What follows belongs to an exercise in optimizing a design on an open flow for small area, a short achievable clock period and few clock cycles per item; a production flow would make more cautious choices. RTL that was checked went through simulation tests only; none was proved equivalent to the original. No functional check of the RTL was part of runs 2 to 5.

File: flow/design.v
module sha256_engine (
    input  wire         clk,
    input  wire         rst,
    input  wire         in_valid,
    output wire         in_ready,
    input  wire         first,
    input  wire [511:0] block,       
    output reg          out_valid,
    output wire [255:0] digest       
);
    localparam [255:0] IV = {32'h6a09e667, 32'hbb67ae85, 32'h3c6ef372, 32'ha54ff53a,
                             32'h510e527f, 32'h9b05688c, 32'h1f83d9ab, 32'h5be0cd19};
    localparam [2047:0] KR = {
        32'hb5c0fbcf, 32'he9b5dba5, 32'h3956c25b, 32'h59f111f1, 32'h923f82a4, 32'hab1c5ed5, 32'hd807aa98, 32'h12835b01,
        32'h243185be, 32'h550c7dc3, 32'h72be5d74, 32'h80deb1fe, 32'h9bdc06a7, 32'hc19bf174, 32'he49b69c1, 32'hefbe4786,
        32'h0fc19dc6, 32'h240ca1cc, 32'h2de92c6f, 32'h4a7484aa, 32'h5cb0a9dc, 32'h76f988da, 32'h983e5152, 32'ha831c66d,
        32'hb00327c8, 32'hbf597fc7, 32'hc6e00bf3, 32'hd5a79147, 32'h06ca6351, 32'h14292967, 32'h27b70a85, 32'h2e1b2138,
        32'h4d2c6dfc, 32'h53380d13, 32'h650a7354, 32'h766a0abb, 32'h81c2c92e, 32'h92722c85, 32'ha2bfe8a1, 32'ha81a664b,
        32'hc24b8b70, 32'hc76c51a3, 32'hd192e819, 32'hd6990624, 32'hf40e3585, 32'h106aa070, 32'h19a4c116, 32'h1e376c08,
        32'h2748774c, 32'h34b0bcb5, 32'h391c0cb3, 32'h4ed8aa4a, 32'h5b9cca4f, 32'h682e6ff3, 32'h748f82ee, 32'h78a5636f,
        32'h84c87814, 32'h8cc70208, 32'h90befffa, 32'ha4506ceb, 32'hbef9a3f7, 32'hc67178f2, 32'h428a2f98, 32'h71374491};
    function [31:0] rotr;
        input [31:0] x;
        input integer n;
        rotr = (x >> n) | (x << (32 - n));
    endfunction
    function [31:0] maj3;
        input [31:0] x, y, z;
        maj3 = (x & y) | (x & z) | (y & z);
    endfunction
    function [31:0] add32;
        input [31:0] x, y;
        reg   [31:0] gg, pp, gn, pn;
        integer i, k;
        begin
            gg = x & y;
            pp = x ^ y;
            for (k = 1; k < 32; k = k * 2) begin
                gn = gg;
                pn = pp;
                for (i = k; i < 32; i = i + 1) begin
                    gn[i] = gg[i] | (pp[i] & gg[i-k]);
                    pn[i] = pp[i] & pp[i-k];
                end
                gg = gn;
                pp = pn;
            end
            add32 = x ^ y ^ {gg[30:0], 1'b0};
        end
    endfunction
    function [31:0] add32s;
        input [31:0] x, y;
        reg   [31:0] gg, pp;
        integer i, k;
        begin
            gg = x & y;
            pp = x ^ y;
            for (k = 1; k < 32; k = k * 2)
                for (i = 2*k - 1; i < 32; i = i + 2*k) begin
                    gg[i] = gg[i] | (pp[i] & gg[i-k]);
                    pp[i] = pp[i] & pp[i-k];
                end
            for (k = 8; k >= 1; k = k / 2)
                for (i = 3*k - 1; i < 32; i = i + 2*k) begin
                    gg[i] = gg[i] | (pp[i] & gg[i-k]);
                    pp[i] = pp[i] & pp[i-k];
                end
            add32s = x ^ y ^ {gg[30:0], 1'b0};
        end
    endfunction
    function [63:0] c42;
        input [31:0] x1, x2, x3, x4;
        reg   [31:0] t12, t34, t, co, ci, cy;
        begin
            t12 = x1 ^ x2;
            t34 = x3 ^ x4;
            co  = (t12 & x3) | (~t12 & x1);        
            ci  = {co[30:0], 1'b0};
            t   = t12 ^ t34;
            cy  = (t & ci) | (~t & x4);
            c42 = {cy[30:0], 1'b0, t ^ ci};
        end
    endfunction
    function [63:0] csa;
        input [31:0] x, y, z;
        csa = {maj3(x, y, z) << 1, x ^ y ^ z};
    endfunction
    reg          busy;                 
    reg          prep;                 
    reg          pend;                 
    reg          fq;                   
    reg          hiv;                  
    reg          f0;                   
    reg          liv_q, xfer_q;        
    reg          ivc;                  
    reg          rdy;
    reg  [5:0]   r;                    
    reg          f61, f62, f63;        
    reg  [31:0]  k_q;                  
    reg  [255:0] h_q;                  
    reg  [31:0]  a, b, c, d, e, f, g, h;
    reg  [31:0]  x_q;                  
    reg  [31:0]  w [0:15];             
    assign in_ready = rdy;
    assign digest   = h_q;
    wire idle = ~busy & ~prep;
    wire r62  = f62;
    wire last = f63;
    wire [255:0] hs = h_q;
    wire [31:0] H0 = hs[255:224], H1 = hs[223:192], H2 = hs[191:160], H3 = hs[159:128];
    wire [31:0] H4 = hs[127:96],  H5 = hs[95:64],   H6 = hs[63:32],   H7 = hs[31:0];
    wire [31:0] s1   = rotr(e, 6) ^ rotr(e, 11) ^ rotr(e, 25);
    wire [31:0] ch   = (e & f) | (~e & g);
    wire [31:0] s0   = rotr(a, 2) ^ rotr(a, 13) ^ rotr(a, 22);
    wire [31:0] mj   = maj3(a, b, c);
    wire [31:0] z0   = last ? hs[255:224] : 32'd0;
    wire [31:0] z4   = last ? hs[127:96]  : 32'd0;
    wire [63:0] p1   = csa(x_q, s1, ch);                 
    wire [63:0] p2   = csa(s0, mj, z0);                  
    wire [63:0] p3   = c42(p1[31:0], p1[63:32], p2[31:0], p2[63:32]);
    wire [31:0] a_n  = add32(p3[31:0], p3[63:32]);
    wire [63:0] q1   = csa(x_q, d, z4);                  
    wire [63:0] q2   = c42(q1[31:0], q1[63:32], ch, s1);    
    wire [31:0] e_n  = add32(q2[31:0], q2[63:32]);
    wire        r61 = f61;
    wire [31:0] ha  = r61 ? H3 : (r62 ? H2 : H1);
    wire [31:0] he  = r61 ? H7 : (r62 ? H6 : H5);
    wire [31:0] za  = add32s(a, ha);
    wire [31:0] ze  = add32s(e, he);
    wire        xfer    = xfer_q;      
    wire        load_iv = liv_q;       
    wire [31:0] a_in = load_iv ? IV[255:224] : (prep ? h_q[255:224] : a_n);
    wire [31:0] b_in = load_iv ? IV[223:192] : (prep ? h_q[223:192] : (last ? za : a));
    wire [31:0] c_in = load_iv ? IV[191:160] : (xfer ? h_q[191:160] : b);
    wire [31:0] d_in = load_iv ? IV[159:128] : (xfer ? h_q[159:128] : c);
    wire [31:0] e_in = load_iv ? IV[127:96]  : (prep ? h_q[127:96]  : e_n);
    wire [31:0] f_in = load_iv ? IV[95:64]   : (prep ? h_q[95:64]   : (last ? ze : e));
    wire [31:0] g_in = load_iv ? IV[63:32]   : (xfer ? h_q[63:32]   : f);
    wire [31:0] h_in = load_iv ? IV[31:0]    : (xfer ? h_q[31:0]    : g);
    wire [63:0] x1  = csa(k_q, w[0], h_in);
    wire [31:0] x_n = add32(x1[31:0], x1[63:32]);
    wire [31:0] ss0   = rotr(w[1], 7) ^ rotr(w[1], 18) ^ (w[1] >> 3);
    wire [31:0] ss1   = rotr(w[14], 17) ^ rotr(w[14], 19) ^ (w[14] >> 10);
    wire [63:0] m1    = csa(w[0], w[9], ss0);
    wire [63:0] m2    = csa(m1[31:0], m1[63:32], ss1);
    wire [31:0] w_new = add32(m2[31:0], m2[63:32]);
    wire wload  = idle | r62;
    integer i;
    always @(posedge clk) begin
        for (i = 0; i < 15; i = i + 1)
            w[i] <= wload ? block[511 - 32*i -: 32] : w[i+1];
        w[15] <= wload ? block[31:0] : w_new;
        x_q <= x_n;
        k_q <= KR[2047 - 32*r -: 32];
        {a, b, c, d, e, f, g, h} <= {a_in, b_in, c_in, d_in, e_in, f_in, g_in, h_in};
        if ((prep & (fq | ivc)) | (f0 & hiv))
            h_q <= IV;
        if (r61) begin
            h_q[159:128] <= za;
            h_q[31:0]    <= ze;
        end
        if (r62) begin
            h_q[191:160] <= za;
            h_q[63:32]   <= ze;
        end
        if (last) begin
            h_q[255:224] <= a_n;
            h_q[223:192] <= za;
            h_q[127:96]  <= e_n;
            h_q[95:64]   <= ze;
        end
        if (rst) begin
            busy      <= 1'b0;
            prep      <= 1'b0;
            pend      <= 1'b0;
            ivc       <= 1'b1;
            rdy       <= 1'b1;
            r         <= 6'd62;
            f0        <= 1'b0;
            liv_q     <= 1'b0;
            xfer_q    <= 1'b0;
            f61       <= 1'b0;
            f62       <= 1'b0;
            f63       <= 1'b0;
            out_valid <= 1'b0;
        end else begin
            out_valid <= last;
            f0  <= prep | (last & pend);
            liv_q  <= in_valid & ((idle & (first | ivc)) | (r62 & first));
            xfer_q <= (idle & in_valid) | r62;
            f61 <= busy & (r == 6'd60);
            f62 <= f61;
            f63 <= f62;
            if (idle) begin
                if (in_valid) begin
                    prep <= 1'b1;
                    fq   <= first;
                    rdy  <= 1'b0;
                    r    <= 6'd63;
                end
            end
            if (prep) begin
                prep <= 1'b0;
                busy <= 1'b1;
                r    <= 6'd0;
                hiv  <= fq | ivc;
                ivc  <= 1'b0;
            end
            if (busy) begin
                r   <= r + 6'd1;
                rdy <= f61;
                if (r62 & in_valid) begin
                    pend <= 1'b1;
                    fq   <= first;
                end
                if (last) begin
                    pend <= 1'b0;
                    hiv  <= fq;
                    if (!pend) begin
                        busy <= 1'b0;
                        r    <= 6'd62;
                        rdy  <= 1'b1;
                    end
                end
            end
        end
    end
endmodule
File: flow/flow/run.sh
#!/bin/bash
set -euo pipefail
export SETUP_SLACK_MARGIN=6
export BUFFER_PORTS_ARGS="-buffer_cell sky130_fd_sc_hd__buf_1"
bash standard.sh > standard.log 2>&1
File: flow/standard.sh
#!/bin/bash
# synth_recipe.tcl (not shown) runs the flow's synth.tcl, then flattens the netlist and writes it again
# the make line also repeats each setting of config.mk as NAME=value (left out here)
make -C /OpenROAD-flow-scripts/flow DESIGN_CONFIG=/design/flow/config.mk WORK_HOME=/design/flow/orfs CLKGATE_MAP_FILE= SYNTH_SCRIPT=/design/flow/synth_recipe.tcl "${@:-finish}"
File: flow/config.mk
export PLATFORM = sky130hd
export DESIGN_NAME = sha256_engine
export DESIGN_NICKNAME = sha256_engine
export VERILOG_FILES = /design/flow/design.v
export SDC_FILE = /design/flow/constraint.sdc
export NUM_CORES = 4
export LEC_CHECK = 0
export ABC_AREA = 1
export CAP_MARGIN = 20
export CORE_MARGIN = 2
export CORE_UTILIZATION = 40
export CTS_CLUSTER_DIAMETER = 60
export CTS_CLUSTER_SIZE = 30
export PLACE_DENSITY = 0.75
export SLEW_MARGIN = 20
File: flow/constraint.sdc
create_clock -name core_clock -period 10.0 [get_ports {clk}]
set_input_delay 2.0000 -clock core_clock [delete_from_list [all_inputs] [get_ports {clk}]]
set_output_delay 2.0000 -clock core_clock [all_outputs]
set_load 0.01 [all_outputs]
==> summary.txt, run 1 <==
* Outcome: complete, no violations
* Metal2 WL at around 130000 um
* Post-synth EDFFs at 258
* CTS tree: yes
* DR WL/cell at 26.37 um
* TritonCTS buffer count at 94
* Worst-Skew Late Latency at 0.77 ns
* Global router's overall resource usage at about a third
* CP startpoint kind: register
* Top layer in use: met5
* Die Y at 398.1 um
* Vias per std cell at 5.508
* Unique masters post-synth at between 50 and 60
* Area Growth Syn to Fin at 23.15%
* Yosys reg bits at 1076
* Final period util at 42.11%
* Pin count of the biggest net entering global routing at 225
* Worst path slowest cell: fa_1
* Total wire length at approximately 290000 um
* Worst Tran Pin Value at around 1.1 ns
* Post-synth top flop: dfxtp_1
* CTS H-tree depth at 3
* Vias post-DR at 60870
* I/O Pins at 774
* Slew margin rel. at about 27%
* Chip width at 398.1 um
* RSZ-0062 raised after global routing: true
* Initial Util at 40.28%
* Clock root buffer master: clkbuf_16
* Initial antenna violation count at 36
* Hold buffers post-CTS at 0
* Metal3 WL at ~31000 um
* # setup viols final at 0
* Rows at 144
* Max-Cap Viols at 0
* Vias in the first global route at 57130
* Most common cell in the netlist: nand2_1
* Required time of the critical path at 10.49 ns
* Gr ovfl total at 0
* Synth top area cells: dfxtp_1 26%, nand2_1 16%, edfxtp_1 12%
* Post-synth top area share at approximately a quarter
* Post-Synthesis Cells at 8150
* Setup TNS Final at 0 ns
* Max incr delay on CP at 0.56 ns
* CP endpoint kind: register
* Clock-pin transition on the worst setup and hold timing paths at about 0.10 ns
* Worst Clk Skew at 0.04565 ns
* Wl on met1 at 104900 um
* IO buf count at 773
* Crit path DAT at roughly 4.7 ns
* Drt first pass iters at 8
* Post-DP HPWL at between 200000 and 250000 um
* Num Clock Sinks at 1076
* Setup CP Type: reg -> reg
* Final antenna-violating net count at 0
* Seq/Total Area, Yosys at between 30 and 40%
* Mean Syn Cell Area at around 7.6 um2
* NumNets Final at 9872
* Synth Warn # at 2
* Mapped cell area at 62120 um2
* Residual DRC count at 0
* Tmin final at approximately 4.2 ns
* Slew Limit Fails at 0
* Top cell type by total area after synthesis: dfxtp_1
* Crit-path max FO at 7
* CORE AREA at 154200 um2
* Final count of hold timing violations at 0
* Share of cells above drive strength 1 at approximately 14%
* Worst path cell trace: buf_12 -> buf_6 -> buf_16 -> nand2_1 -> fa_1 -> xnor2_2 -> xor2_2 -> buf_4 -> xor2_1 -> ha_1 -> a21oi_2 -> nand2_4 -> buf_6 -> a21o_4 -> nand2_1 -> nand2_2 -> xor2_1 -> or2_2
* Bufs on Longest Clock Path at 3
* Ys async rst share at 0%
* Fmax at around 0.24 GHz
* GPL Wtd Cong at around 1.0
* First-pass GRT wire length at 395100 um
* Full die area at 158500 um2
* Syn Nets at 9109
* Hold/Removal Path Class: reg -> reg
* Synth top cells by count: 2676 x nand2_1, 891 x inv_1, 818 x dfxtp_1
* Drt initial violations at 7239
==> sequential cells by signal (all words and copies together) (netlist names), 6 cells and up <==
register	flops
x_q	32
a	32
g	32
f	32
w	512
c	32
k_q	32
b	32
h_q	256
e	32
d	32
r	6
==> what timing repair did <==
item,in CTS,in global routing
resized for setup,479,560
endpoints found under the hold margin,0,0
pin swaps,96,172
setup endpoints to repair,639,316
buffers inserted,116,79
cloned,8,7
==> area by class of cell <==
class | count | area (um2)
multi-input combinational | 5814 | 36950
antenna | 15 | 37.54
tap | 2044 | 2557
clock buffer | 101 | 2451
clock inverter | 75 | 1035
inverter | 897 | 3432
timing repair buffer | 1030 | 5692
sequential | 1076 | 24340
fill | 14790 | 77720
==> critical path, delay by kind of cell, from the launching register on <==
family	cells	cell delay (ns)
and+or+nand+nor	5	0.65
AOI/OAI and AO/OA	2	0.44
DFF	1	0.40
buffers and inverters	5	0.69
adders and majority gates	2	0.89
xor gates and xnor gates	4	0.84
==> metrics by stage <==
stage | cell area, um2 | setup WS (ns) | util [%] | instances | hold slack, ns
floorplan | 62190 | 5.921 | - | 8150 | 0.4030
global placement | 66610 | 4.934 | 43.19 | 10650 | 0.4048
detailed placement | 66610 | 4.955 | 43.19 | 10650 | 0.4080
CTS | 73280 | 5.928 | 47.51 | 10950 | 0.4147
global route | 76490 | 5.647 | 49.59 | 11050 | 0.4416
finish | 76500 | 5.789 | 49.60 | 11050 | 0.4181
==> layout by cell type (no fill, tap or decap), drive strengths merged, types with 10 or more instances in the layout <==
cell type  Yosys  layout
inv          896     932
o21bai        25      25
ha           222     222
buf          129    1019
clkbuf       234     108
o21ai        447     447
o211ai        82      82
or2           58      58
a21o          38      38
maj3          18      18
a21boi        10      10
a211oi        16      16
diode          0      15
nor2         552     552
o21a          39      39
o31ai         15      15
xor2         273     273
clkinv         1      29
fa           221     221
mux2          17      17
xnor2        241     241
edfxtp       258     258
nand4         24      24
dfxtp        818     818
a21oi        481     481
a31oi         19      19
nand3        237     237
nand2       2679    2679
nor3          41      41
==> cell families after synthesis <==
group	count (synthesis)	share of synthesized area, %
compound gates	1211	10.94
buf+inv	1260	7.877
xor+xnor	514	7.259
flops	1076	38.83
mux	19	0.3404
fa+ha+maj	461	11.88
simple gates	3609	22.87
==> routing by layer <==
layer,GRT usage [%],vias to the layer above
li1,-,27230
met1,41.47,28910
met2,56.05,3768
met3,7.654,930
met4,20.84,34
met5,0,-
==> worst paths after layout <==
check	from	end	slack, ns	depth (start not counted)
setup / recovery	f63	h_q[113]	5.79	18
setup reg to reg	f63	h_q[113]	5.79	18
hold reg to reg	w[12][19]	w[11][19]	0.42	2
hold / removal	w[12][19]	w[11][19]	0.42	2
Testbench counts, summed over its fixed seeds: cycles 81,944, blocks 1,280.
==> run 2: changes to the inputs <==
--- a/flow/design.v
+++ b/flow/design.v
@@ -50,6 +50,6 @@
     endfunction
-    function [31:0] add32s;
+    function [31:0] add32k;
         input [31:0] x, y;
         reg   [31:0] gg, pp;
-        integer i, k;
+        integer i, k, j;
         begin
@@ -58,12 +58,9 @@
             for (k = 1; k < 32; k = k * 2)
-                for (i = 2*k - 1; i < 32; i = i + 2*k) begin
-                    gg[i] = gg[i] | (pp[i] & gg[i-k]);
-                    pp[i] = pp[i] & pp[i-k];
-                end
-            for (k = 8; k >= 1; k = k / 2)
-                for (i = 3*k - 1; i < 32; i = i + 2*k) begin
-                    gg[i] = gg[i] | (pp[i] & gg[i-k]);
-                    pp[i] = pp[i] & pp[i-k];
-                end
-            add32s = x ^ y ^ {gg[30:0], 1'b0};
+                for (i = 0; i < 32; i = i + 1)
+                    if (i & k) begin
+                        j = (i / k) * k - 1;
+                        gg[i] = gg[i] | (pp[i] & gg[j]);
+                        pp[i] = pp[i] & pp[j];
+                    end
+            add32k = x ^ y ^ {gg[30:0], 1'b0};
         end
@@ -127,4 +124,4 @@
     wire [31:0] he  = r61 ? H7 : (r62 ? H6 : H5);
-    wire [31:0] za  = add32s(a, ha);
-    wire [31:0] ze  = add32s(e, he);
+    wire [31:0] za  = add32k(a, ha);
+    wire [31:0] ze  = add32k(e, he);
     wire        xfer    = xfer_q;      
--- a/flow/config.mk
+++ b/flow/config.mk
@@ -11,5 +11,2 @@
 export CORE_UTILIZATION = 40
-export CTS_CLUSTER_DIAMETER = 60
-export CTS_CLUSTER_SIZE = 30
-export PLACE_DENSITY = 0.75
 export SLEW_MARGIN = 20
==> run 2 against run 1 <==
Compared with the run above: still clean on timing, DRC and antenna; register-to-register slack improved by 0.02 ns; clock skew increased by 0.058 ns; sequential share of layout area increased by 0.45 points; fmax increased by 0.42%; core utilization decreased by 1.3 points; non-clock buffer count decreased by 66; clock-buffer cell count increased by 78; worst hold slack got worse by 0.040 ns; critical endpoint is now h_q[254].
==> summary.txt, run 2 <==
* Ys async rst share at 0% (unchanged)
* Max reg flops at 512 (unchanged)
* Chip width at 400.1 um (was 398.1 um)
* Final antenna-violating net count at 0 (unchanged)
* Setup CP Type: reg -> reg (unchanged)
* Yosys reg bits at 1076 (unchanged)
* Post-synth top area share at 26.09% (was 26.36%)
* # setup viols final at 0 (unchanged)
* DR WL/cell at 25.05 um (was 26.37 um)
* CTS tree: yes (unchanged)
* Total wire length at 284300 um (was 291500 um)
* CTS H-tree depth at 3 (unchanged)
* Setup TNS Final at 0 ns (unchanged)
* Initial Util at 40.23% (was 40.28%)
* Drt initial violations at 6151 (was 7239)
* RSZ-0062 raised after global routing: true (unchanged)
* Area Growth Syn to Fin at 20.15% (was 23.15%)
* Final count of hold timing violations at 0 (unchanged)
* Multi-input gate area at 36120 um2 (was 36950 um2)
* Post-synth top flop: dfxtp_1 (unchanged)
* Drt first pass iters at 14 (was 8)
* Mapped cell area at 62760 um2 (was 62120 um2)
* Post-Synthesis Cells at 8447 (was 8150)
* Tmin final at 4.193 ns (was 4.211 ns)
* Unique masters post-synth at 56 (was 57)
* Fmax at 0.2385 GHz (was 0.2375 GHz)
* Placed cells at 10970 (was 10650)
* Crit-path max FO at 4 (was 7)
* Synth Warn # at 2 (unchanged)
* Die Y at 400.1 um (was 398.1 um)
* Residual DRC count at 0 (unchanged)
* Fillers at 15760 (was 14790)
* Post-synth EDFFs at 258 (unchanged)
* Slew Limit Fails at 0 (unchanged)
* Synth top area cells: dfxtp_1 26%, nand2_1 17%, edfxtp_1 12% (was dfxtp_1 26%, nand2_1 16%, edfxtp_1 12%)
* Slew margin rel. at 23.87% (was 27.28%)
* Seq/Total Area, Yosys at 38.43% (was 38.83%)
* Sequential standard cell area at 24330 um2 (was 24340 um2)
* Biggest regs: w x512, h_q x256 (unchanged)
* Non-filler cells, final at 11350 (was 11050)
* Outcome: complete, no violations (unchanged)
* IO buf count at 773 (unchanged)
* Initial antenna violation count at 26 (was 36)
* Final period util at 41.93% (was 42.11%)
* Reg with most FFs: w (unchanged)
* Vias post-DR at 60710 (was 60870)
* Rows at 145 (was 144)
* Vias per std cell at 5.349 (was 5.508)
* First-pass GRT wire length at 394400 um (was 395100 um)
* Synth top cells by count: 2847 x nand2_1, 891 x inv_1, 818 x dfxtp_1 (was 2676 x nand2_1, 891 x inv_1, 818 x dfxtp_1)
* Required time of the critical path at 10.50 ns (was 10.49 ns)
* GPL Wtd Cong at 1.023 (was 1.045)
* Vias in the first global route at 56620 (was 57130)
* CP startpoint kind: register (unchanged)
* Full die area at 160100 um2 (was 158500 um2)
* Most frequent cells in the layout: 2780 x nand2_1, 878 x inv_1, 773 x buf_1 (was 2577 x nand2_1, 849 x inv_1, 773 x buf_1)
* TritonCTS buffer count at 119 (was 94)
* Bufs on Longest Clock Path at 3 (unchanged)
* Share of cells above drive strength 1 at 10.33% (was 13.62%)
* I/O Pins at 774 (unchanged)
* Clock root buffer master: clkbuf_16 (unchanged)
* Mean Syn Cell Area at 7.430 um2 (was 7.622 um2)
* CP endpoint kind: register (unchanged)
* Max-Cap Viols at 0 (unchanged)
* Gr ovfl total at 0 (unchanged)
* Syn Nets at 9386 (was 9109)
* Worst Tran Pin Value at 1.142 ns (was 1.091 ns)
* Worst-Skew Late Latency at 0.82 ns (was 0.77 ns)
* Pin count of the biggest net entering global routing at 210 (was 225)
* Top cell type by total area after synthesis: dfxtp_1 (unchanged)
* Worst Clk Skew at 0.1032 ns (was 0.04565 ns)
* Most common cell in the netlist: nand2_1 (unchanged)
* Global router's overall resource usage at 33.92% (was 34.42%)
* Hold buffers post-CTS at 0 (unchanged)
* CORE AREA at 156000 um2 (was 154200 um2)
* Post-DP HPWL at 217000 um (was 219600 um)
* Num Clock Sinks at 1076 (unchanged)
* Clock-pin transition on the worst setup and hold timing paths at 0.07 ns (was 0.10 ns)
* Crit path DAT at 4.69 ns (was 4.71 ns)
* Commonest non-fill, non-tap cell in the layout: nand2_1 (unchanged)
* Hold/Removal Path Class: reg -> reg (unchanged)
* NumNets Final at 10120 (was 9872)
-- run 2: final timing paths --
kind / slack [ns] / startpoint / endpoint / depth (start not counted)
worst max-delay path: 5.81 / e[13] / h_q[254] / 22
worst min-delay path: 0.38 / w[15][10] / w[14][10] / 2
worst max register to register: 5.81 / e[13] / h_q[254] / 22
worst min register to register: 0.38 / w[15][10] / w[14][10] / 2
-- run 2: per-layer routing --
layer | up-vias | GRT usage, % | wire length [um]
li1 | 28100 | - | -
met1 | 28920 | 44.91 | 114700
met3 | 640 | 6.635 | 25890
met5 | - | 0 | 189
met2 | 3014 | 53.05 | 127700
met4 | 30 | 16.22 | 15810
-- run 2: logic make-up after synthesis --
family,count (synthesis),share of synthesized area [%]
and+or+nand+nor,3949,24.96
buffers and inverters,1256,7.763
AOI/OAI and AO/OA,1213,10.53
DFF,1076,38.43
xor gates and xnor gates,500,6.989
adders and majority gates,434,10.99
muxes,19,0.3369
-- run 2: per-stage QoR --
step / cell area (um2) / hold WS (ns) / util (%) / worst slack, ns
floorplan: 62790 / 0.4030 / - / 5.968
finish: 75410 / 0.3777 / 48.33 / 5.807
global placement: 67250 / 0.4059 / 43.10 / 4.894
detailed placement: 67250 / 0.4075 / 43.10 / 4.835
CTS: 73060 / 0.3790 / 46.83 / 5.850
global route: 75400 / 0.3944 / 48.32 / 5.713
-- run 2: final cells by class --
cell class / instances / area share, %
inverters: 902 / 4.586
clock inverters: 41 / 0.7582
well taps: 2058 / 3.415
multi-input cells: 6115 / 47.90
flip-flops and latches: 1076 / 32.27
diodes: 13 / 0.04314
repair buffers: 964 / 6.398
clock buffers: 179 / 4.637
-- run 2: repair_timing --
action | in CTS | in global routing
endpoints found under the setup margin | 339 | 184
resized for setup | 317 | 392
pin swaps | 49 | 117
cloned | 5 | 2
setup buffers | 54 | 80
-- run 2: critical path: stages (launching register included) --
cell	delay, ns
dfxtp_4	0.40
xnor2_4	0.16
xor2_2	0.18
buf_6	0.14
fa_2	0.62
xnor2_2	0.16
xor2_2	0.20
xor2_1	0.25
xor2_1	0.18
inv_1	0.09
ha_4	0.17
fa_2	0.41
nand2_2	0.08
nand2_2	0.07
o21ai_4	0.10
inv_2	0.06
a21o_1	0.20
nand2_1	0.08
nand2_2	0.10
nand2_4	0.11
nand2_2	0.06
nand2_2	0.08
nand3_2	0.05
==> run 3: changes to the inputs <==
--- a/flow/design.v
+++ b/flow/design.v
@@ -50,6 +50,6 @@
     endfunction
-    function [31:0] add32k;
+    function [31:0] add32s;
         input [31:0] x, y;
         reg   [31:0] gg, pp;
-        integer i, k, j;
+        integer i, k;
         begin
@@ -58,9 +58,12 @@
             for (k = 1; k < 32; k = k * 2)
-                for (i = 0; i < 32; i = i + 1)
-                    if (i & k) begin
-                        j = (i / k) * k - 1;
-                        gg[i] = gg[i] | (pp[i] & gg[j]);
-                        pp[i] = pp[i] & pp[j];
-                    end
-            add32k = x ^ y ^ {gg[30:0], 1'b0};
+                for (i = 2*k - 1; i < 32; i = i + 2*k) begin
+                    gg[i] = gg[i] | (pp[i] & gg[i-k]);
+                    pp[i] = pp[i] & pp[i-k];
+                end
+            for (k = 8; k >= 1; k = k / 2)
+                for (i = 3*k - 1; i < 32; i = i + 2*k) begin
+                    gg[i] = gg[i] | (pp[i] & gg[i-k]);
+                    pp[i] = pp[i] & pp[i-k];
+                end
+            add32s = x ^ y ^ {gg[30:0], 1'b0};
         end
@@ -114,9 +117,8 @@
     wire [31:0] z4   = last ? hs[127:96]  : 32'd0;
-    wire [63:0] p1   = csa(x_q, s1, ch);                 
-    wire [63:0] p2   = csa(s0, mj, z0);                  
-    wire [63:0] p3   = c42(p1[31:0], p1[63:32], p2[31:0], p2[63:32]);
-    wire [31:0] a_n  = add32(p3[31:0], p3[63:32]);
-    wire [63:0] q1   = csa(x_q, d, z4);                  
-    wire [63:0] q2   = c42(q1[31:0], q1[63:32], ch, s1);    
-    wire [31:0] e_n  = add32(q2[31:0], q2[63:32]);
+    wire [63:0] u1   = csa(x_q, d, z4);                  
+    wire [63:0] u2   = c42(u1[31:0], u1[63:32], s1, ch);
+    wire [31:0] e_n  = add32(u2[31:0], u2[63:32]);
+    wire [63:0] v1   = c42(x_q, z0, s1, ch);             
+    wire [63:0] v2   = c42(v1[31:0], v1[63:32], s0, mj);
+    wire [31:0] a_n  = add32(v2[31:0], v2[63:32]);
     wire        r61 = f61;
@@ -124,4 +126,4 @@
     wire [31:0] he  = r61 ? H7 : (r62 ? H6 : H5);
-    wire [31:0] za  = add32k(a, ha);
-    wire [31:0] ze  = add32k(e, he);
+    wire [31:0] za  = add32s(a, ha);
+    wire [31:0] ze  = add32s(e, he);
     wire        xfer    = xfer_q;      
@@ -140,5 +142,4 @@
     wire [31:0] ss1   = rotr(w[14], 17) ^ rotr(w[14], 19) ^ (w[14] >> 10);
-    wire [63:0] m1    = csa(w[0], w[9], ss0);
-    wire [63:0] m2    = csa(m1[31:0], m1[63:32], ss1);
-    wire [31:0] w_new = add32(m2[31:0], m2[63:32]);
+    wire [63:0] m1    = c42(w[0], w[9], ss0, ss1);
+    wire [31:0] w_new = add32(m1[31:0], m1[63:32]);
     wire wload  = idle | r62;
==> flow/flow/run.sh (replaced) <==
#!/bin/bash
# The standard layout, with port buffers of the smallest buffer cell.
# Each tool's output is in orfs/logs; make's in standard.log.
set -euo pipefail
export BUFFER_PORTS_ARGS="-buffer_cell sky130_fd_sc_hd__buf_1"
bash standard.sh > standard.log 2>&1
--- a/flow/config.mk
+++ b/flow/config.mk
@@ -7,3 +7,2 @@
 export LEC_CHECK = 0
-export ABC_AREA = 1
 export CAP_MARGIN = 20
@@ -11,2 +10,3 @@
 export CORE_UTILIZATION = 40
+export SETUP_SLACK_MARGIN = 5
 export SLEW_MARGIN = 20
==> run 3 against run 2 <==
Compared with the run above: register-to-register slack got worse by 0.69 ns; sequential share of layout area rose by 0.93 points; core utilization fell by 0.40 points; routed wire length fell by 12%; global-route usage fell by 3.3 points; critical path type unchanged; largest cell class unchanged.
==> summary.txt, run 3 <==
* Outcome: complete, no violations (unchanged)
* Clock root buffer master: clkbuf_16 (unchanged)
* Post-synth top flop: dfxtp_1 (unchanged)
* Slew margin rel. at 27.93% (was 23.87%)
* RSZ-0062 raised after global routing: true (unchanged)
* Num Clock Sinks at 1076 (unchanged)
* Pin count of the biggest net entering global routing at 85 (was 210)
* CTS tree: yes (unchanged)
* Hold path depth at 1 (was 2)
* Post-synth EDFFs at 258 (unchanged)
* Required time of the critical path at 10.69 ns (was 10.50 ns)
* Max-Cap Viols at 0 (unchanged)
* Hold_ws at 0.3842 ns (was 0.3777 ns)
* Worst reg-to-reg setup slack at 5.12 ns (was 5.81 ns)
* Vias in the first global route at 48630 (was 56620)
* DR WL/cell at 27.55 um (was 25.05 um)
* Area Growth Syn to Fin at 18.66% (was 20.15%)
* Initial Util at 40.39% (was 40.23%)
* FF-to-FF path depth at 18 (was 22)
* GPL Wtd Cong at 0.9602 (was 1.023)
* Vias post-DR at 50190 (was 60710)
* Final antenna-violating net count at 0 (unchanged)
* Most frequent cells in the layout: 783 x dfxtp_1, 773 x buf_1, 640 x nand2_1 (was 2780 x nand2_1, 878 x inv_1, 773 x buf_1)
* Setup TNS Final at 0 ns (unchanged)
* Share of cells above drive strength 1 at 16.09% (was 10.33%)
* Slew Limit Fails at 0 (unchanged)
* Initial antenna violation count at 28 (was 26)
* Gr ovfl total at 0 (unchanged)
* Synth top area cells: dfxtp_1 27%, edfxtp_1 13%, mux2_2 9.2% (was dfxtp_1 26%, nand2_1 17%, edfxtp_1 12%)
* Rows at 143 (was 145)
* Max reg flops at 512 (unchanged)
* Top cell type by total area after synthesis: dfxtp_1 (unchanged)
* Biggest regs: w x512, h_q x256 (unchanged)
* Ys async rst share at 0% (unchanged)
* Post-Synthesis Cells at 6277 (was 8447)
* CORE AREA at 152300 um2 (was 156000 um2)
* NumNets Final at 7788 (was 10120)
* First-pass GRT wire length at 350100 um (was 394400 um)
* Unique masters post-synth at 81 (was 56)
* CTS H-tree depth at 3 (unchanged)
* Fmax at 0.2048 GHz (was 0.2385 GHz)
* Chip width at 396.1 um (was 400.1 um)
* Worst Tran Pin Value at 1.081 ns (was 1.142 ns)
* Post-DP HPWL at 192900 um (was 217000 um)
* Design Area, Final at 72980 um2 (was 75410 um2)
* Crit-path most repeated cell: maj3_1 (was nand2_2)
* Placed Area at 66250 um2 (was 67250 um2)
* Fillers at 14340 (was 15760)
* Commonest non-fill, non-tap cell in the layout: dfxtp_1 (was nand2_1)
* IO buf count at 773 (unchanged)
* Most common cell in the netlist: dfxtp_1 (was nand2_1)
* Mapped cell area at 61500 um2 (was 62760 um2)
* Global router's overall resource usage at 30.66% (was 33.92%)
* # setup viols final at 0 (unchanged)
* Synth Warn # at 2 (unchanged)
* Seq/Total Area, Yosys at 39.22% (was 38.43%)
* Vias per std cell at 5.500 (was 5.349)
* I/O Pins at 774 (unchanged)
* Final count of hold timing violations at 0 (unchanged)
* Synth top cells by count: 818 x dfxtp_1, 640 x nand2_1, 596 x xnor2_1 (was 2847 x nand2_1, 891 x inv_1, 818 x dfxtp_1)
* Setup CP Type: reg -> reg (unchanged)
* Worst Clk Skew at 0.08669 ns (was 0.1032 ns)
* Reg with most FFs: w (unchanged)
* Crit path DAT at 5.58 ns (was 4.69 ns)
* Residual DRC count at 0 (unchanged)
* Full die area at 156900 um2 (was 160100 um2)
* Hold buffers post-CTS at 0 (unchanged)
* Worst path slowest cell: maj3_1 (was fa_2)
* Drt first pass iters at 8 (was 14)
* Worst-Skew Late Latency at 0.80 ns (was 0.82 ns)
* CP startpoint kind: register (unchanged)
* Clock-pin transition on the worst setup and hold timing paths at 0.06 ns (was 0.07 ns)
* Yosys reg bits at 1076 (unchanged)
* Bufs on Longest Clock Path at 3 (unchanged)
* Total wire length at 251400 um (was 284300 um)
* Hold/Removal Path Class: reg -> reg (unchanged)
* Mean Syn Cell Area at 9.798 um2 (was 7.430 um2)
* Die Y at 396.1 um (was 400.1 um)
* Tmin final at 4.883 ns (was 4.193 ns)
* Syn Nets at 7081 (was 9386)
* Worst path cell trace: clkinvlp_4 -> buf_4 -> xnor2_4 -> inv_1 -> maj3_1 -> maj3_1 -> maj3_1 -> maj3_1 -> ha_1 -> nand4_1 -> nor2_2 -> o211ai_1 -> nand3_2 -> o2111ai_2 -> nand3_1 -> a21o_1 -> a21oi_1 -> o21a_1 (was xnor2_4 -> xor2_2 -> buf_6 -> fa_2 -> xnor2_2 -> xor2_2 -> xor2_1 -> xor2_1 -> inv_1 -> ha_4 -> fa_2 -> nand2_2 -> nand2_2 -> o21ai_4 -> inv_2 -> a21o_1 -> nand2_1 -> nand2_2 -> nand2_4 -> nand2_2 -> nand2_2 -> nand3_2)
* CP endpoint kind: register (unchanged)
* TritonCTS buffer count at 119 (unchanged)
* Post-synth top area share at 26.63% (was 26.09%)
* Drt initial violations at 5235 (was 6151)
* Crit-path max FO at 4 (unchanged)
* Final period util at 48.83% (was 41.93%)
* Max incr delay on CP at 0.41 ns (was 0.62 ns)
-- run 3: final timing paths --
check                           startpoint   endpoint
worst max-delay path                 e[14]      a[31]
worst min-delay path             w[15][10]  w[14][10]
worst max register to register       e[14]      a[31]
worst min register to register   w[15][10]  w[14][10]
-- run 3: metrics by stage --
| step | cells | utilization [%] | worst slack [ns] |
|---|---|---|---|
| 2_1_floorplan | 6277 | - | 4.933 |
| 3_3_place_gp | 8797 | 43.51 | 3.930 |
| 3_5_place_dp | 8797 | 43.51 | 3.796 |
| 4_1_cts | 9061 | 46.96 | 4.949 |
| 5_1_grt | 9118 | 47.92 | 4.929 |
| 6_report | 9125 | 47.93 | 5.117 |
-- run 3: worst max-delay path: cells and delay by family, from the launching register on --
kind,cells,cell delay (ns)
DFF,1,0.38
adders and majority gates,5,1.88
AOI/OAI and AO/OA,5,0.88
buffers and inverters,3,0.46
and+or+nand+nor,4,0.89
xor gates and xnor gates,1,0.27
-- run 3: timing repair --
action / CTS / global route
pin swaps: 24 / 64
resized for setup: 139 / 196
endpoints found under the setup margin: 211 / 65
cloned: 5 / 1
setup buffers: 38 / 52
-- run 3: cell type report --
| type | count | area (um2) | area share [%] |
|---|---|---|---|
| Inverter | 307 | 1171 | 1.605 |
| Timing Repair Buffer | 928 | 4432 | 6.073 |
| Tap cell | 2030 | 2540 | 3.481 |
| Sequential cell | 1076 | 24230 | 33.20 |
| Multi-Input combinational cell | 4552 | 36520 | 50.05 |
| Clock inverter | 53 | 620.6 | 0.8504 |
| Antenna cell | 11 | 27.53 | 0.03772 |
| Clock buffer | 168 | 3435 | 4.706 |
-- run 3: logic make-up after synthesis --
logic type / Yosys count / share of synthesized area (%)
xor gates and xnor gates: 860 / 12.99
AOI/OAI and AO/OA: 1115 / 11.18
and+or+nand+nor: 1405 / 10.09
buffers and inverters: 649 / 4.044
adders and majority gates: 460 / 9.859
DFF: 1076 / 39.22
muxes: 712 / 12.62
-- run 3: metal layers --
metal | GRT usage [%] | routed length [um] | vias to the layer above
met2 | 48.47 | 113700 | 2278
met1 | 41.37 | 105600 | 24520
met3 | 5.996 | 21380 | 402
met5 | 0 | 68 | -
li1 | - | - | 22980
met4 | 11.38 | 10710 | 10
==> run 4: changes to the inputs <==
--- a/flow/design.v
+++ b/flow/design.v
@@ -68,15 +68,2 @@
             add32s = x ^ y ^ {gg[30:0], 1'b0};
-        end
-    endfunction
-    function [63:0] c42;
-        input [31:0] x1, x2, x3, x4;
-        reg   [31:0] t12, t34, t, co, ci, cy;
-        begin
-            t12 = x1 ^ x2;
-            t34 = x3 ^ x4;
-            co  = (t12 & x3) | (~t12 & x1);        
-            ci  = {co[30:0], 1'b0};
-            t   = t12 ^ t34;
-            cy  = (t & ci) | (~t & x4);
-            c42 = {cy[30:0], 1'b0, t ^ ci};
         end
@@ -115,10 +102,8 @@
     wire [31:0] mj   = maj3(a, b, c);
-    wire [31:0] z0   = last ? hs[255:224] : 32'd0;
-    wire [31:0] z4   = last ? hs[127:96]  : 32'd0;
-    wire [63:0] u1   = csa(x_q, d, z4);                  
-    wire [63:0] u2   = c42(u1[31:0], u1[63:32], s1, ch);
-    wire [31:0] e_n  = add32(u2[31:0], u2[63:32]);
-    wire [63:0] v1   = c42(x_q, z0, s1, ch);             
-    wire [63:0] v2   = c42(v1[31:0], v1[63:32], s0, mj);
-    wire [31:0] a_n  = add32(v2[31:0], v2[63:32]);
+    wire [63:0] p1   = csa(x_q, s1, ch);                 
+    wire [63:0] p2   = csa(p1[31:0], p1[63:32], s0);     
+    wire [63:0] p3   = csa(p2[31:0], p2[63:32], mj);     
+    wire [31:0] a_n  = add32(p3[31:0], p3[63:32]);
+    wire [63:0] q1   = csa(p1[31:0], p1[63:32], d);      
+    wire [31:0] e_n  = add32(q1[31:0], q1[63:32]);
     wire        r61 = f61;
@@ -128,2 +113,4 @@
     wire [31:0] ze  = add32s(e, he);
+    wire [63:0] dd  = csa(c, r62 ? H4 : 32'd0, r62 ? ~H0 : 32'd0);
+    wire [31:0] d_s = add32s(dd[31:0], {dd[63:33], dd[32] | r62});    
     wire        xfer    = xfer_q;      
@@ -133,3 +120,3 @@
     wire [31:0] c_in = load_iv ? IV[191:160] : (xfer ? h_q[191:160] : b);
-    wire [31:0] d_in = load_iv ? IV[159:128] : (xfer ? h_q[159:128] : c);
+    wire [31:0] d_in = load_iv ? IV[159:128] : (xfer ? h_q[159:128] : d_s);
     wire [31:0] e_in = load_iv ? IV[127:96]  : (prep ? h_q[127:96]  : e_n);
@@ -138,8 +125,10 @@
     wire [31:0] h_in = load_iv ? IV[31:0]    : (xfer ? h_q[31:0]    : g);
-    wire [63:0] x1  = csa(k_q, w[0], h_in);
-    wire [31:0] x_n = add32(x1[31:0], x1[63:32]);
+    wire [63:0] x1  = csa(k_q, w[0], r62 ? H0 : 32'd0);
+    wire [63:0] x2  = csa(x1[31:0], x1[63:32], h_in);
+    wire [31:0] x_n = add32(x2[31:0], x2[63:32]);
     wire [31:0] ss0   = rotr(w[1], 7) ^ rotr(w[1], 18) ^ (w[1] >> 3);
     wire [31:0] ss1   = rotr(w[14], 17) ^ rotr(w[14], 19) ^ (w[14] >> 10);
-    wire [63:0] m1    = c42(w[0], w[9], ss0, ss1);
-    wire [31:0] w_new = add32(m1[31:0], m1[63:32]);
+    wire [63:0] m1    = csa(w[0], w[9], ss0);
+    wire [63:0] m2    = csa(m1[31:0], m1[63:32], ss1);
+    wire [31:0] w_new = add32(m2[31:0], m2[63:32]);
     wire wload  = idle | r62;
==> flow/run.sh (new file) <==
#!/bin/bash
# synth_recipe.tcl (not shown) runs the flow's synth.tcl, then flattens the netlist and writes it again
# the make line also repeats each setting of config.mk as NAME=value (left out here)
make -C /OpenROAD-flow-scripts/flow DESIGN_CONFIG=/design/flow/config.mk WORK_HOME=/design/flow/orfs CLKGATE_MAP_FILE= SYNTH_SCRIPT=/design/flow/synth_recipe.tcl finish
removed: flow/flow/run.sh
removed: flow/standard.sh
==> run 4 against run 3 <==
Compared with the run above: still clean on timing, DRC and antenna; clock-buffer cell count up 7; cell area up 5.5%; register-to-register slack got worse by 0.35 ns; critical path depth up 3; synthesized cell count is 3.9% lower; core utilization increased by 2.9 points; critical path type unchanged; critical endpoint is now d[31].
==> summary.txt, run 4 <==
* Worst-Skew Late Latency at 0.77 ns (was 0.80 ns)
* TritonCTS buffer count at 120 (was 119)
* CTS H-tree depth at 3 (unchanged)
* Final count of hold timing violations at 0 (unchanged)
* Worst path slowest cell: fa_1 (was maj3_1)
* Setup CP Type: reg -> reg (unchanged)
* DR WL/cell at 28.03 um (was 27.55 um)
* Sequential standard cell area at 24240 um2 (was 24230 um2)
* Clock-pin transition on the worst setup and hold timing paths at 0.06 ns (about the same)
* Crit-path max FO at 3 (was 4)
* Commonest non-fill, non-tap cell in the layout: dfxtp_1 (unchanged)
* Total wire length at 248700 um (was 251400 um)
* Most frequent cells in the layout: 775 x dfxtp_1, 773 x clkdlybuf4s50_1, 461 x inv_1 (was 783 x dfxtp_1, 773 x buf_1, 640 x nand2_1)
* Worst Clk Skew at 0.05608 ns (was 0.08669 ns)
* Drt first pass iters at 9 (was 8)
* Rows at 143 (unchanged)
* Slew Limit Fails at 0 (unchanged)
* Max reg flops at 512 (unchanged)
* Area Growth Syn to Fin at 26.55% (was 18.66%)
* Yosys reg bits at 1076 (unchanged)
* Vias post-DR at 48530 (was 50190)
* Post-synth EDFFs at 258 (unchanged)
* Initial antenna violation count at 26 (was 28)
* Pin count of the biggest net entering global routing at 169 (was 85)
* Mean Syn Cell Area at 10.09 um2 (was 9.798 um2)
* Hold/Removal Path Class: reg -> reg (unchanged)
* Fmax at 0.1911 GHz (was 0.2048 GHz)
* IO buf count at 773 (unchanged)
* Seq/Total Area, Yosys at 39.64% (was 39.22%)
* Worst reg-to-reg setup slack at 4.77 ns (was 5.12 ns)
* First-pass GRT wire length at 344400 um (was 350100 um)
* Die Y at 394.0 um (was 396.1 um)
* Final antenna-violating net count at 0 (unchanged)
* Max incr delay on CP at 0.50 ns (was 0.41 ns)
* Most common cell in the netlist: dfxtp_1 (unchanged)
* Post-synth top flop: dfxtp_1 (unchanged)
* Fillers at 13780 (was 14340)
* Initial Util at 40.15% (was 40.39%)
* Top layer in use: met5 (unchanged)
* Final period util at 52.32% (was 48.83%)
* Metal2 WL at 109200 um (was 113700 um)
* Outcome: complete, no violations (unchanged)
* Synth Warn # at 2 (unchanged)
* Placed Area at 70440 um2 (was 66250 um2)
* Drt initial violations at 5124 (was 5235)
* Global router's overall resource usage at 30.74% (was 30.66%)
* Synth top area cells: dfxtp_1 27%, edfxtp_1 13%, fa_1 9.9% (was dfxtp_1 27%, edfxtp_1 13%, mux2_2 9.2%)
* Design Area, Final at 77010 um2 (was 72980 um2)
* Ys async rst share at 0% (unchanged)
* Vias per std cell at 5.470 (was 5.500)
* Post-synth top area share at 26.91% (was 26.63%)
* GPL Wtd Cong at 0.9970 (was 0.9602)
* Mapped cell area at 60850 um2 (was 61500 um2)
* Vias in the first global route at 46390 (was 48630)
* CORE AREA at 151500 um2 (was 152300 um2)
* CP startpoint kind: register (unchanged)
* I/O Pins at 774 (unchanged)
* Share of cells above drive strength 1 at 15.72% (was 16.09%)
* CP endpoint kind: register (unchanged)
* RSZ-0062 raised after global routing: true (unchanged)
* Max-Cap Viols at 0 (unchanged)
* Metal3 WL at 24200 um (was 21380 um)
* Multi-input gate area at 34890 um2 (was 36520 um2)
* Num Clock Sinks at 1076 (unchanged)
* Hold buffers post-CTS at 0 (unchanged)
* # setup viols final at 0 (unchanged)
* Required time of the critical path at 10.62 ns (was 10.69 ns)
* Post-Synthesis Cells at 6033 (was 6277)
* Top cell type by total area after synthesis: dfxtp_1 (unchanged)
* Reg with most FFs: w (unchanged)
* CTS tree: yes (unchanged)
* Synth top cells by count: 818 x dfxtp_1, 466 x inv_1, 456 x mux2_2 (was 818 x dfxtp_1, 640 x nand2_1, 596 x xnor2_1)
* Unique masters post-synth at 83 (was 81)
* Biggest regs: w x512, h_q x256 (unchanged)
* Syn Nets at 7073 (was 7081)
* Crit path DAT at 5.85 ns (was 5.58 ns)
* Residual DRC count at 0 (unchanged)
* Worst Tran Pin Value at 1.077 ns (was 1.081 ns)
* Worst path cell trace: nand2b_4 -> fa_1 -> inv_1 -> ha_1 -> fa_2 -> a211oi_4 -> o21ai_2 -> a21o_1 -> nor2_2 -> a21oi_2 -> a221o_2 -> a2111oi_4 -> nor4_2 -> a211oi_2 -> a21oi_2 -> fa_2 -> xor2_1 -> xnor2_1 -> xnor2_1 -> nor2_1 -> a211o_1 (was clkinvlp_4 -> buf_4 -> xnor2_4 -> inv_1 -> maj3_1 -> maj3_1 -> maj3_1 -> maj3_1 -> ha_1 -> nand4_1 -> nor2_2 -> o211ai_1 -> nand3_2 -> o2111ai_2 -> nand3_1 -> a21o_1 -> a21oi_1 -> o21a_1)
* Chip width at 394.0 um (was 396.1 um)
* Clock root buffer master: clkbuf_16 (unchanged)
* Gr ovfl total at 0 (unchanged)
* Full die area at 155300 um2 (was 156900 um2)
* Tmin final at 5.232 ns (was 4.883 ns)
* NumNets Final at 7765 (was 7788)
* Slew margin rel. at 27.31% (was 27.93%)
* Post-DP HPWL at 189300 um (was 192900 um)
* Wl on met1 at 108600 um (was 105600 um)
* Bufs on Longest Clock Path at 3 (unchanged)
* Setup TNS Final at 0 ns (unchanged)
run 4: area by class of cell:
class | count | area share (%)
Inverter | 471 | 2.296
Tap cell | 2030 | 3.298
Clock inverter | 53 | 0.9082
Clock buffer | 175 | 4.548
Multi-Input combinational cell | 4133 | 45.30
Sequential cell | 1076 | 31.48
Timing Repair Buffer | 923 | 12.14
Antenna cell | 12 | 0.03899
run 4: final timing paths:
kind / to / cells past startpoint / start
hold / removal: w[6][9] / 1 / w[7][9]
hold reg to reg: w[6][9] / 1 / w[7][9]
setup reg to reg: d[31] / 21 / h_q[224]
setup / recovery: d[31] / 21 / h_q[224]
run 4: cell families (layout without fill, tap and decap cells):
kind of cell / count (synthesis) / after routing / share of synthesized area [%]
compound gates: 1144 / 1144 / 11.96
xor+xnor: 464 / 464 / 6.678
fa+ha+maj: 568 / 568 / 15.20
buf+inv: 824 / 1622 / 5.083
flops: 1076 / 1076 / 39.64
mux: 612 / 612 / 11.02
other cells: 0 / 12 / 0
simple gates: 1345 / 1345 / 10.41
run 4: per-layer routing:
metal | vias to the layer above | global-route usage [%]
li1 | 21890 | -
met1 | 24110 | 43.79
met2 | 2241 | 46.35
met3 | 295 | 7.275
met4 | 4 | 8.559
met5 | - | 0
run 4: worst max-delay path: cells and delay by family (launching register included):
kind	cells	cell delay, ns
AOI/OAI and AO/OA	9	2.17
adders and majority gates	4	1.51
xor gates and xnor gates	3	0.52
and+or+nand+nor	4	0.43
DFF	1	0.41
buffers and inverters	1	0.05
run 4: timing repair:
action                     CTS  global route
setup buffers               31            45
pin swaps                   45            84
setup endpoints to repair  155            77
gates cloned                 5             7
hold endpoints to repair     0             0
gates resized for setup    160           159
run 4: through the flow:
stage	worst slack (ns)	utilization (%)	cells	hold WS [ns]
2_1_floorplan	4.563	-	6033	0.4340
3_3_place_gp	3.552	46.48	8543	0.4358
3_5_place_dp	3.548	46.48	8544	0.4398
4_1_cts	4.783	49.96	8808	0.4380
5_1_grt	4.544	50.81	8870	0.4587
6_report	4.768	50.82	8873	0.4385
==> run 5: changes to the inputs <==
==> flow/flow/run.sh (new file) <==
#!/bin/bash
# The standard layout, with repair aiming for more setup slack and with port buffers
# of the smallest buffer cell. Each tool's output is in orfs/logs; make's in standard.log.
set -euo pipefail
export SETUP_SLACK_MARGIN=6
export BUFFER_PORTS_ARGS="-buffer_cell sky130_fd_sc_hd__buf_1"
bash standard.sh > standard.log 2>&1
==> flow/standard.sh (new file) <==
#!/bin/bash
# synth_recipe.tcl (not shown) runs the flow's synth.tcl, then flattens the netlist and writes it again
# the make line also repeats each setting of config.mk as NAME=value (left out here)
make -C /OpenROAD-flow-scripts/flow DESIGN_CONFIG=/design/flow/config.mk WORK_HOME=/design/flow/orfs CLKGATE_MAP_FILE= SYNTH_SCRIPT=/design/flow/synth_recipe.tcl "${@:-finish}"
--- a/flow/config.mk
+++ b/flow/config.mk
@@ -10,3 +10,2 @@
 export CORE_UTILIZATION = 40
-export SETUP_SLACK_MARGIN = 5
 export SLEW_MARGIN = 20
removed: flow/run.sh
==> run 5 against run 4 <==
Compared with the run above: first-iteration DRC count grew 5.1%; sequential share of layout area up 0.18 points; fmax rose by 2.1%; clock-buffer cell count decreased by 7; area after synthesis unchanged; non-clock buffer count grew 198; core utilization is 0.19 points lower; cell area shrank 0.38%; worst hold slack gained 0.0017 ns; highest routed layer unchanged.
==> summary.txt, run 5 <==
* Pin count of the biggest net entering global routing at 168 (was 169)
* TritonCTS buffer count at 120 (unchanged)
* Max reg flops at 512 (unchanged)
* Num Clock Sinks at 1076 (unchanged)
* Area Growth Syn to Fin at 26.08% (was 26.55%)
* IO buf count at 773 (unchanged)
* Total wire length at 250400 um (was 248700 um)
* Endpoint, Worst Hold: w[2][7] (was w[6][9])
* Drt initial violations at 5384 (was 5124)
* Hold/Removal Path Class: reg -> reg (unchanged)
* Share of cells above drive strength 1 at 23.54% (was 15.72%)
* Worst Tran Pin Value at 1.189 ns (was 1.077 ns)
* Final antenna-violating net count at 0 (unchanged)
* Chip width at 394.0 um (unchanged)
* Commonest non-fill, non-tap cell in the layout: buf_1 (was dfxtp_1)
* Syn Nets at 7073 (unchanged)
* Worst path cell trace: buf_12 -> nand2_4 -> fa_1 -> inv_2 -> ha_4 -> fa_2 -> a211oi_2 -> o21ai_2 -> a21o_1 -> nor2_4 -> a21oi_4 -> a221o_2 -> a2111oi_4 -> nor4_2 -> a211oi_2 -> a21oi_1 -> fa_1 -> xor2_1 -> xnor2_1 -> xnor2_1 -> nor2_1 -> a211o_1 (was nand2b_4 -> fa_1 -> inv_1 -> ha_1 -> fa_2 -> a211oi_4 -> o21ai_2 -> a21o_1 -> nor2_2 -> a21oi_2 -> a221o_2 -> a2111oi_4 -> nor4_2 -> a211oi_2 -> a21oi_2 -> fa_2 -> xor2_1 -> xnor2_1 -> xnor2_1 -> nor2_1 -> a211o_1)
* Rows at 143 (unchanged)
* Residual DRC count at 0 (unchanged)
* Drt first pass iters at 6 (was 9)
* Vias post-DR at 50010 (was 48530)
* Top cell type by total area after synthesis: dfxtp_1 (unchanged)
* Vias per std cell at 5.513 (was 5.470)
* Min-delay src: w[3][7] (was w[7][9])
* Ys async rst share at 0% (unchanged)
* Synth Warn # at 2 (unchanged)
* GPL Wtd Cong at 1.001 (was 0.9970)
* CP endpoint kind: register (unchanged)
* Worst reg-to-reg setup slack at 4.88 ns (was 4.77 ns)
* Crit path DAT at 5.77 ns (was 5.85 ns)
* Synth Area in Adders at 15.20% (unchanged)
* Full die area at 155300 um2 (unchanged)
* Outcome: complete, no violations (unchanged)
* Bufs on Longest Clock Path at 3 (unchanged)
* Mean Syn Cell Area at 10.09 um2 (unchanged)
* I/O Pins at 774 (unchanged)
* Die Y at 394.0 um (unchanged)
* Hold path depth at 1 (unchanged)
* Worst-Skew Late Latency at 0.78 ns (was 0.77 ns)
* CTS H-tree depth at 3 (unchanged)
* Final period util at 51.24% (was 52.32%)
* Tmin final at 5.124 ns (was 5.232 ns)
* Unique masters post-synth at 83 (unchanged)
* Synth top area cells: dfxtp_1 27%, edfxtp_1 13%, fa_1 9.9% (unchanged)
* Hold_ws at 0.4402 ns (was 0.4385 ns)
* Setup WS pre-CTS at 3.759 ns (was 3.548 ns)
* Yosys reg bits at 1076 (unchanged)
* Initial Util at 40.15% (unchanged)
* Biggest regs: w x512, h_q x256 (unchanged)
* Fmax at 0.1952 GHz (was 0.1911 GHz)
* NumNets Final at 7963 (was 7765)
* Required time of the critical path at 10.65 ns (was 10.62 ns)
* Initial antenna violation count at 27 (was 26)
* Fillers at 13930 (was 13780)
* Hold buffers post-CTS at 0 (unchanged)
* Global router's overall resource usage at 30.70% (was 30.74%)
* Final count of hold timing violations at 0 (unchanged)
* Post-synth EDFFs at 258 (unchanged)
* Largest family of logic cells by synthesized area: adder cells (unchanged)
* Mapped cell area at 60850 um2 (unchanged)
* Crit-path max FO at 7 (was 3)
* First-pass GRT wire length at 345500 um (was 344400 um)
* Post-DP HPWL at 182900 um (was 189300 um)
* Seq/Total Area, Yosys at 39.64% (unchanged)
* # setup viols final at 0 (unchanged)
* Synth top cells by count: 818 x dfxtp_1, 466 x inv_1, 456 x mux2_2 (unchanged)
* Slew Limit Fails at 0 (unchanged)
* Gr ovfl total at 0 (unchanged)
* Reg with most FFs: w (unchanged)
* Max incr delay on CP at 0.53 ns (was 0.50 ns)
* CTS tree: yes (unchanged)
* FF-to-FF End: d[31] (unchanged)
* Worst path slowest cell: fa_1 (unchanged)
* Final WS setup at 4.876 ns (was 4.768 ns)
* FF-to-FF path depth at 22 (was 21)
* Max-Cap Viols at 0 (unchanged)
* Post-synthesis mux area share at 11.02% (unchanged)
* Setup TNS Final at 0 ns (unchanged)
* Worst Clk Skew at 0.06291 ns (was 0.05608 ns)
* Clock root buffer master: clkbuf_16 (unchanged)
* Slew margin rel. at 20.73% (was 27.31%)
* Post-Synth XOR/XNOR Area at 6.678% (unchanged)
* CP startpoint kind: register (unchanged)
* Vias in the first global route at 47970 (was 46390)
* Most common cell in the netlist: dfxtp_1 (unchanged)
* Post-synth top flop: dfxtp_1 (unchanged)
* CORE AREA at 151500 um2 (unchanged)
* Synth Area in Simple Gates at 10.41% (unchanged)
* Post-Synthesis Cells at 6033 (unchanged)
* Most frequent cells in the layout: 773 x buf_1, 760 x dfxtp_1, 455 x mux2_2 (was 775 x dfxtp_1, 773 x clkdlybuf4s50_1, 461 x inv_1)
* Post-synthesis compound-gate area fraction at 11.96% (unchanged)
* RSZ-0062 raised after global routing: true (unchanged)
* Critical R2R Launch: f62 (was h_q[224])
* Post-synth top area share at 26.91% (unchanged)
* Clock-pin transition on the worst setup and hold timing paths at 0.06 ns (about the same)
* Setup CP Type: reg -> reg (unchanged)
* DR WL/cell at 27.61 um (was 28.03 um)
run 5: cell counts after synthesis:
Identical to the previous run, type by type.
run 5: how the worst max path moves through the flow:
stage                     start  endpoint  slack, ns  cells after the start
after floorplan             f62     d[31]       5.07                     24
after global placement      f62     d[31]       3.76                     22
after detailed placement    f62     d[31]       3.76                     22
after CTS                   f62     d[31]       4.75                     22
after global routing        f62     d[31]       4.68                     22
final                       f62     d[31]       4.88                     22
run 5: per-layer routing:
layer | track usage, % | up-vias | routed length (um)
li1 | - | 22310 | -
met1 | 42.69 | 24880 | 105800
met2 | 45.70 | 2453 | 109600
met3 | 9.094 | 368 | 27010
met4 | 9.599 | 2 | 7995
met5 | 0 | - | 11
run 5: cells by family (layout without fill, tap and decap cells):
group	count (synthesis)	after routing
and+or+nand+nor	1345	1345
AOI/OAI and AO/OA	1144	1144
DFF	1076	1076
buffers and inverters	824	1816
muxes	612	612
adders and majority gates	568	568
xor gates and xnor gates	464	464
other	0	15
run 5: per-stage QoR:
step	instance area [um2]	util [%]	cells
2_1_floorplan	61260	-	6033
3_3_place_gp	65870	43.46	8540
3_5_place_dp	65870	43.46	8540
4_1_cts	74170	48.94	8936
5_1_grt	76710	50.62	9064
6_report	76720	50.63	9070
run 5: what timing repair did:
item | 4_1_cts | 5_1_grt
setup buffers | 164 | 112
endpoints found under the setup margin | 698 | 309
resized for setup | 586 | 359
pin swaps | 262 | 271
cloned | 8 | 5
run 5: layout make-up:
type                            instances  area, um2  area share, %
Timing Repair Buffer                 1121       6489          8.458
Clock inverter                         56      675.6         0.8807
Antenna cell                           15      37.54        0.04893
Clock buffer                          168       3551          4.628
Multi-Input combinational cell       4133      37360          48.70
Sequential cell                      1076      24290          31.66
Inverter                              471       1779          2.319
Tap cell                             2030       2540          3.311
run 5: critical path: cells and delay by family, from the launching register on:
kind / cells / cell delay, ns
AO/OA/AOI/OAI: 9 / 2.08
adder cells (fa/ha/maj): 4 / 1.43
XOR/XNOR: 3 / 0.46
flip-flops: 1 / 0.47
buffers and inverters: 2 / 0.21
AND/OR/NAND/NOR: 4 / 0.31

## port drivers added, routing unchanged
Ports are ideal in the flow. The routed layouts listed here were re-timed in OpenROAD. Step 1 sets driving cells, clkbuf_16 on the clock port and buf_2 on the other inputs (assumed; they add their load-dependent delay and slew). Step 2, shift: input delay + t, output delay - t, t = (earliest + latest rising clock arrival at the registers) / 2. This alone moves slack from input paths to output paths. Three values: ideal ports, drivers, drivers and shift; two values: the first two.
run | shift t [ns] | slack for setup (ns) | hold slack, ns | clock arrival spread, ns
run 1 | 0.822 | 5.789 / 5.789 / 5.789 | 0.418 / 0.418 / 0.418 | 0.054 / 0.054
run 2 | 0.844 | 5.807 / 5.807 / 5.807 | 0.378 / 0.378 / 0.378 | 0.109 / 0.109
run 3 | 0.825 | 5.117 / 5.117 / 5.117 | 0.384 / 0.384 / 0.384 | 0.092 / 0.092
run 4 | 0.825 | 4.768 / 4.768 / 4.768 | 0.439 / 0.439 / 0.439 | 0.057 / 0.057
run 5 | 0.837 | 4.876 / 4.876 / 4.876 | 0.440 / 0.440 / 0.440 | 0.062 / 0.063
After both steps every run listed still meets setup and hold.
